This design comes from an exercise in tuning for small area, a short achievable clock period and few clock cycles per item on the open sky130 flow, not from production work. Function was checked by simulation only, so behaviour that the tests miss may differ from the original.

==> inputs of v32 <==
// crc_unit
module crc_unit (
    input  wire        clk,
    input  wire        rst,
    input  wire        wr_valid,
    output wire        wr_ready,
    input  wire [3:0]  wr_addr,
    input  wire [31:0] wr_data,
    output wire        idle,
    output reg  [31:0] crc_state,
    output wire [31:0] crc_result,
    output reg  [31:0] count,
    output reg         match,
    output reg         mismatch,
    output reg         feed_err,
    output reg  [2:0]  err_code,
    output reg  [15:0] cnt_mismatch
);
Settings: LEC_CHECK=0, CAP_MARGIN=20, CORE_MARGIN=2, CORE_UTILIZATION=40, SETUP_SLACK_MARGIN=3, SLEW_MARGIN=20; clock period 8.0 ns.
run.sh (not shown) runs the stock make flow with config.mk's settings and CLKGATE_MAP_FILE= SYNTH_SCRIPT=/design/flow/synth_recipe.tcl, a recipe that flattens the netlist after the stock synthesis.
==> inputs of v15, as changes to v32 <==
--- a/flow/config.mk
+++ b/flow/config.mk
@@ -10,3 +10,2 @@
 export CORE_UTILIZATION = 40
-export SETUP_SLACK_MARGIN = 3
 export SLEW_MARGIN = 20
==> inputs of v33, as changes to v32 <==
--- a/flow/config.mk
+++ b/flow/config.mk
@@ -7,2 +7,3 @@
 export LEC_CHECK = 0
+export ABC_CLOCK_PERIOD_IN_PS = 3000
 export CAP_MARGIN = 20
==> comparison <==
Against v15, the first-iteration DRC count of v33 is smaller by 1.6%. Between v15 and v33, the lower clock skew is in v15 (gap 0.0021 ns). In area after synthesis, v15 and v32 do not differ. v32 passed the timing, design-rule and antenna checks. v15 ran to the end with no violations. v33 passed the timing, design-rule and antenna checks. In synthesized cell count, v32 and v33 do not differ.
Testbench counts of v32, summed over its fixed seeds: cycles 29,665, bytes 64,883.
Testbench counts of v15, summed over its fixed seeds: cycles 29,665, bytes 64,883.
Testbench counts of v33, summed over its fixed seeds: cycles 29,665, bytes 64,883.

* * *

==> inputs of job 5314 <==
crc_unit, a different RTL version from the one above (not shown whole).
export LEC_CHECK = 0
export CAP_MARGIN = 20
export CORE_MARGIN = 2
export CORE_UTILIZATION = 40
export CTS_BUF_LIST = sky130_fd_sc_hd__clkbuf_4
export SETUP_SLACK_MARGIN = 4.25
export SLEW_MARGIN = 20
export SYNTH_HIERARCHICAL = 1
export SYNTH_MINIMUM_KEEP_SIZE = 0
create_clock -name core_clock -period 8.0 [get_ports {clk}]
==> inputs of job 613, as changes to job 5314 <==
--- a/flow/config.mk
+++ b/flow/config.mk
@@ -9,6 +9,5 @@
 export CORE_MARGIN = 2
 export CORE_UTILIZATION = 40
-export CTS_BUF_LIST = sky130_fd_sc_hd__clkbuf_4
-export SETUP_SLACK_MARGIN = 4.25
+export SETUP_SLACK_MARGIN = 4
 export SLEW_MARGIN = 20
 export SYNTH_HIERARCHICAL = 1
==> qor summary <==
metric	job 613	job 5314
Fraction of layout instances using a drive strength above 1	12.8%	20.6%
Critical Path RT	8440 ps	8720 ps
CP max-delay cell	clkdlybuf4s50_1	dfxtp_4
Area growth from synthesis to layout	27.5%	35.5%
Critical-path maximum fanout	19	11
Setup Slack @ Placement	2310 ps	2330 ps
Worst Setup EP	u[25]	crc_state[6]
Global-route met2 utilization	45.1%	47.1%
Area of combinational cells with multiple inputs	21,000 um^2	21,800 um^2
Count of filler cells inserted in the layout	6,543	6,163
Layout multi-input combinational cell count	3,190	3,191
Clock buffer count	45	118
Post-layout util	51.4%	54.6%
Time the final worst path needs with I/O delays and setup	3940 ps	3950 ps
Total wire length	112,000 um	119,000 um
H-tree lvl count	2	3
Post-cts gate resize count	154	331
Clock-pin transition on the worst setup and hold timing paths	70 ps	60 ps
Run status	complete, no violations	complete, no violations
Testbench counts of job 5314, summed over its fixed seeds: cycles 29,665, bytes 64,883.
Testbench counts of job 613, summed over its fixed seeds: cycles 29,665, bytes 64,883.

* * *

==> run B: inputs <==
==> flow/design.v <==
module crc_unit (
    input  wire        clk,
    input  wire        rst,
    input  wire        wr_valid,
    output wire        wr_ready,
    input  wire [3:0]  wr_addr,
    input  wire [31:0] wr_data,
    output wire        idle,
    output reg  [31:0] crc_state,
    output wire [31:0] crc_result,
    output reg  [31:0] count,
    output reg         match,
    output reg         mismatch,
    output reg         feed_err,
    output reg  [2:0]  err_code,
    output reg  [15:0] cnt_mismatch
);
    localparam [3:0] A_CTL = 4'd0, A_CTX_LO = 4'd1, A_CTX_HI = 4'd2, A_POLY = 4'd3,
                     A_STATE = 4'd4, A_EXPECT = 4'd5, A_FEED_B = 4'd6, A_FEED_H = 4'd7,
                     A_FEED_W = 4'd8, A_FLAGS = 4'd9;
    localparam [31:0] POLY_C  = 32'h82F6_3B78;   
    localparam [31:0] POLY_IE = 32'hEDB8_8320;   
    localparam [31:0] INV_C   = 32'hDEA7_13F1;   
    localparam [31:0] INV_IE  = 32'hF701_1641;
    reg [31:0] ctx_lo, ctx_hi, poly_reg, expect_r;
    reg [31:0] poly;         
    reg [31:1] rinv;         
    reg        s_inv1, s_inv2;   
    reg        s_ctx;            
    reg        s_ctxh;           
    reg        s_cmp;            
    reg        rdy;              
    reg        ctx_go;           
    reg        cmp_go;           
    reg        e_v;              
    reg [31:0] e_d;              
    reg        e_m1, e_m2, e_m4; 
    reg        e_cnt;            
    reg        inv_mode;         
    assign wr_ready   = rdy;
    assign idle       = rdy && !e_v;
    assign crc_result = ~crc_state;
    wire [31:0] c_al   = ({32{e_m4}} & crc_state) |
                         ({32{e_m2}} & {crc_state[15:0], 16'd0}) |
                         ({32{e_m1}} & {crc_state[7:0], 24'd0});
    wire [31:0] c_post = ({32{e_m2}} & {16'd0, crc_state[31:16]}) |
                         ({32{e_m1}} & {8'd0, crc_state[31:8]});
    wire [31:0] u = c_al ^ e_d;
    wire [31:0] coef;
    genvar g;
    generate
        for (g = 0; g < 16; g = g + 1) begin : g_coef
            if (g == 0) begin : g0
                assign coef[0] = 1'b1;
            end else begin : gn
                assign coef[2*g] = inv_mode ? rinv[g] : rinv[2*g];
            end
            assign coef[2*g+1] = ~inv_mode & rinv[2*g+1];
        end
    endgenerate
    wire [31:0] q;
    generate
        for (g = 0; g < 32; g = g + 1) begin : g_q
            wire [31:0] t;
            genvar h;
            for (h = 0; h < 32; h = h + 1) begin : g_t
                if (h < g) begin : ga
                    assign t[h] = coef[g-h] & u[h];
                end else if (h == g) begin : gb
                    assign t[h] = u[h];
                end else begin : gc
                    assign t[h] = 1'b0;
                end
            end
            assign q[g] = ^t;
        end
    endgenerate
    wire [31:0] red;
    generate
        for (g = 0; g < 32; g = g + 1) begin : g_red
            wire [31:0] t;
            genvar h;
            for (h = 0; h < 32; h = h + 1) begin : g_t
                if (h >= g) begin : ga
                    assign t[h] = q[h] & poly[g+31-h];
                end else begin : gb
                    assign t[h] = 1'b0;
                end
            end
            assign red[g] = ^t;
        end
    endgenerate
    wire [31:0] crc_step = red ^ c_post;
    function [7:0] inv8(input [31:0] p);
        integer i, j;
        reg [7:0] r;
        begin
            r = 8'd1;
            for (i = 1; i < 8; i = i + 1)
                for (j = 0; j < i; j = j + 1)
                    r[i] = r[i] ^ (r[j] & p[i-1-j]);
            inv8 = r;
        end
    endfunction
    wire [7:0] r8 = inv8(poly_reg);
    wire acc   = wr_valid && rdy;
    wire a_ctl = (wr_addr == A_CTL);
    wire a_fb  = (wr_addr == A_FEED_B);
    wire a_fh  = (wr_addr == A_FEED_H);
    wire a_fw  = (wr_addr == A_FEED_W);
    wire hi_b  = (wr_data[31:16] != 16'd0);
    wire mid_b = (wr_data[15:8] != 8'd0);
    wire err1  = (a_fb && (hi_b || mid_b)) || (a_fh && hi_b);
    wire err3  = a_ctl && wr_data[4] && (wr_data[1:0] == 2'd3);
    wire feed  = (a_fb || a_fh || a_fw) && !err1;
    wire start = a_ctl && wr_data[4] && (wr_data[1:0] != 2'd3);
    wire cmp   = a_ctl && wr_data[5];
    wire sel2  = wr_data[1];
    wire ctxb  = wr_data[3];
    wire [31:0] wd0 = wr_data & {32{~rst}};
    wire cmp_eq = (~crc_state == expect_r);
    wire cmp_ff = (expect_r == 32'd0);      
    task do_compare(input eq);
        begin
            match    <= eq;
            mismatch <= ~eq;
            if (!eq && cnt_mismatch != 16'hFFFF) cnt_mismatch <= cnt_mismatch + 16'd1;
        end
    endtask
    always @(posedge clk) begin
        if (rst || (acc && wr_addr == A_CTX_LO)) ctx_lo   <= wd0;
        if (rst || (acc && wr_addr == A_CTX_HI)) ctx_hi   <= wd0;
        if (rst || (acc && wr_addr == A_EXPECT)) expect_r <= wd0;
        if (rst || (acc && wr_addr == A_POLY))   poly_reg <= rst ? POLY_C : wr_data;
    end
    always @(posedge clk) begin
        if (rdy) begin
            if (acc && start && sel2)
                e_d <= {poly_reg[30:0], 1'b1};
            else if (acc && start)
                e_d <= ctx_lo;
            else
                e_d <= a_fb ? {wr_data[7:0], 24'd0} :
                       a_fh ? {wr_data[15:0], 16'd0} : wr_data;
        end else if (s_inv2) begin
            e_d <= ctx_lo;
        end else if (s_ctx) begin
            e_d <= ctx_hi;
        end
    end
    always @(posedge clk) begin
        if (rst) begin
            poly         <= POLY_C;
            rinv         <= INV_C[31:1];
            s_inv1       <= 1'b0;
            s_inv2       <= 1'b0;
            s_ctx        <= 1'b0;
            s_ctxh       <= 1'b0;
            s_cmp        <= 1'b0;
            rdy          <= 1'b1;
            ctx_go       <= 1'b0;
            cmp_go       <= 1'b0;
            e_v          <= 1'b0;
            e_m1         <= 1'b0;
            e_m2         <= 1'b0;
            e_m4         <= 1'b0;
            e_cnt        <= 1'b0;
            inv_mode     <= 1'b0;
            crc_state    <= 32'hFFFF_FFFF;
            count        <= 32'd0;
            match        <= 1'b0;
            mismatch     <= 1'b0;
            feed_err     <= 1'b0;
            err_code     <= 3'd0;
            cnt_mismatch <= 16'd0;
        end else begin
            if (e_v) begin
                crc_state <= crc_step;
                if (e_cnt) count <= count + {29'd0, e_m4, e_m2, e_m1};
            end
            e_v <= 1'b0;
            s_inv1 <= 1'b0;
            s_inv2 <= s_inv1;
            s_ctx  <= 1'b0;
            s_ctxh <= 1'b0;
            s_cmp  <= 1'b0;
            inv_mode <= 1'b0;
            if (s_inv1 || s_inv2)
                rinv <= q[31:1];
            if (s_inv1) begin
                inv_mode <= 1'b1;
            end
            if (s_inv2) begin
                if (ctx_go) begin
                    e_v <= 1'b1; e_m1 <= 1'b0; e_m2 <= 1'b0; e_m4 <= 1'b1; e_cnt <= 1'b0;
                    s_ctx <= 1'b1;
                end else begin
                    rdy <= 1'b1;
                end
            end
            if (s_ctx) begin
                e_v <= 1'b1;
                if (cmp_go) s_ctxh <= 1'b1;
                else        rdy <= 1'b1;
            end
            if (s_ctxh) s_cmp <= 1'b1;
            if (s_cmp) begin
                do_compare(cmp_eq);
                rdy <= 1'b1;
            end
            if (acc) begin
                if ((err1 || err3) && !feed_err) begin
                    feed_err <= 1'b1;
                    err_code <= err3 ? 3'd3 : 3'd1;
                end
                if (feed) begin
                    e_v   <= 1'b1;
                    e_m1  <= a_fb;
                    e_m2  <= a_fh;
                    e_m4  <= a_fw;
                    e_cnt <= 1'b1;
                end
                if (start) begin
                    crc_state <= 32'hFFFF_FFFF;
                    count     <= 32'd0;
                    match     <= 1'b0;
                    mismatch  <= 1'b0;
                    ctx_go    <= ctxb;
                    cmp_go    <= wr_data[5];
                    case (wr_data[1:0])
                        2'd0:    begin poly <= POLY_C;   rinv <= INV_C[31:1];  end
                        2'd1:    begin poly <= POLY_IE;  rinv <= INV_IE[31:1]; end
                        default: begin poly <= poly_reg; rinv <= {24'd0, r8[7:1]}; end
                    endcase
                    if (sel2) begin
                        e_m1 <= 1'b0; e_m2 <= 1'b0; e_m4 <= 1'b0;
                        s_inv1 <= 1'b1;
                        inv_mode <= 1'b1;
                        rdy <= 1'b0;
                    end else if (ctxb) begin
                        e_v <= 1'b1; e_m1 <= 1'b0; e_m2 <= 1'b0; e_m4 <= 1'b1; e_cnt <= 1'b0;
                        s_ctx <= 1'b1;
                        rdy <= 1'b0;
                    end
                    if (wr_data[5] && !ctxb)
                        do_compare(cmp_ff);
                end else if (cmp) begin
                    if (e_v) begin
                        s_cmp <= 1'b1;
                        rdy <= 1'b0;
                    end else begin
                        do_compare(cmp_eq);
                    end
                end
                if (wr_addr == A_STATE) crc_state <= wr_data;
                if (wr_addr == A_FLAGS && wr_data[3]) begin
                    feed_err <= 1'b0;
                    err_code <= 3'd0;
                end
            end
        end
    end
endmodule
==> flow/run.sh <==
#!/bin/bash
# synth_recipe.tcl (not shown) runs the flow's synth.tcl, then flattens the netlist and writes it again
# the make line also repeats each setting of config.mk as NAME=value (left out here)
make -C /OpenROAD-flow-scripts/flow DESIGN_CONFIG=/design/flow/config.mk WORK_HOME=/design/flow/orfs CLKGATE_MAP_FILE= SYNTH_SCRIPT=/design/flow/synth_recipe.tcl finish
==> flow/config.mk <==
export PLATFORM = sky130hd
export DESIGN_NAME = crc_unit
export DESIGN_NICKNAME = crc_unit
export VERILOG_FILES = /design/flow/design.v
export SDC_FILE = /design/flow/constraint.sdc
export NUM_CORES = 4
export LEC_CHECK = 0
export ABC_AREA = 1
export CAP_MARGIN = 20
export CORE_MARGIN = 2
export CORE_UTILIZATION = 40
export SETUP_SLACK_MARGIN = 3
export SLEW_MARGIN = 20
==> flow/constraint.sdc <==
create_clock -name core_clock -period 8.0 [get_ports {clk}]
set_input_delay 1.6000 -clock core_clock [delete_from_list [all_inputs] [get_ports {clk}]]
set_output_delay 1.6000 -clock core_clock [all_outputs]
set_load 0.01 [all_outputs]
==> run A (differences from run B) <==
Settings changed: ABC_AREA 1 to default.
==> summary of the runs <==
Synthesized cell count: run B is larger than run A (about 120%).
Between run A and run B, the lower global-route usage is in run A (gap 5.8 points).
Against run B, the count of clock-buffer cells in the layout of run A is higher by 7.
==> figures <==
metric                                                                run A                    run B
Result of the run                                   complete, no violations  complete, no violations
Post-synthesis adder-cell area fraction                             0.3592%                  0.2502%
Global-route track usage on met2                                     48.17%                   56.52%
First-pass detailed-route iteration total                                 7                        9
Synthesized netlist cell count                                         3721                     8259
# fillers                                                              7351                   11.55k
Number of signal-net inverters in the final layout                       47                      875
Largest area contributor in the netlist                             xnor2_1                  nand2_1
Routed met3 length                                                 13970 um                 27890 um
Dpl cell area                                                     32480 um2                45660 um2
Testbench counts of run B, summed over its fixed seeds: cycles 29,665, bytes 64,883.
Testbench counts of run A, summed over its fixed seeds: cycles 29,665, bytes 64,883.

## re-timing with driven ports
Ports are ideal in the flow. The routed layouts listed here were re-timed in OpenROAD. Step 1 sets driving cells, clkbuf_16 on the clock port and buf_2 on the other inputs (assumed; they add their load-dependent delay and slew). Step 2 adds t to the input delays and takes it off the output delays; t is the mean of the earliest and latest rising clock arrival at the registers after step 1. Input paths then give back, and output paths get back, about the clock's delay inside the block. Slacks: no drivers / after step 1 / after step 2; pairs: no drivers / after step 1.
| run | t (ns) | setup slack, ns | worst setup path at the end | slew at the worst register clock pin (ns) | pins driven straight from the clock port |
|---|---|---|---|---|---|
| v32 | 0.629 | 3.021 / 3.021 / 2.686 | input to register | 0.07 / 0.07 | 1 |
| v15 | 0.625 | 1.859 / 1.859 / 1.859 | register to register | 0.07 / 0.07 | 1 |
| v33 | 0.629 | 3.021 / 3.021 / 2.686 | input to register | 0.07 / 0.07 | 1 |
| job 5314 | 0.857 | 4.049 / 4.049 / 3.278 | input to register | 0.08 / 0.08 | 1 |
| job 613 | 0.599 | 4.061 / 4.078 / 3.489 | input to register | 0.07 / 0.07 | 1 |
| run B | 0.651 | 3.076 / 3.076 / 2.506 | input to register | 0.07 / 0.07 | 1 |
| run A | 0.622 | 3.100 / 3.100 / 2.594 | input to register | 0.07 / 0.07 | 1 |
After both steps every run listed still meets setup and hold. For job 5314, which loses most, drivers alone change the setup slack by 0.000 ns; drivers and shift together by -0.771 ns.
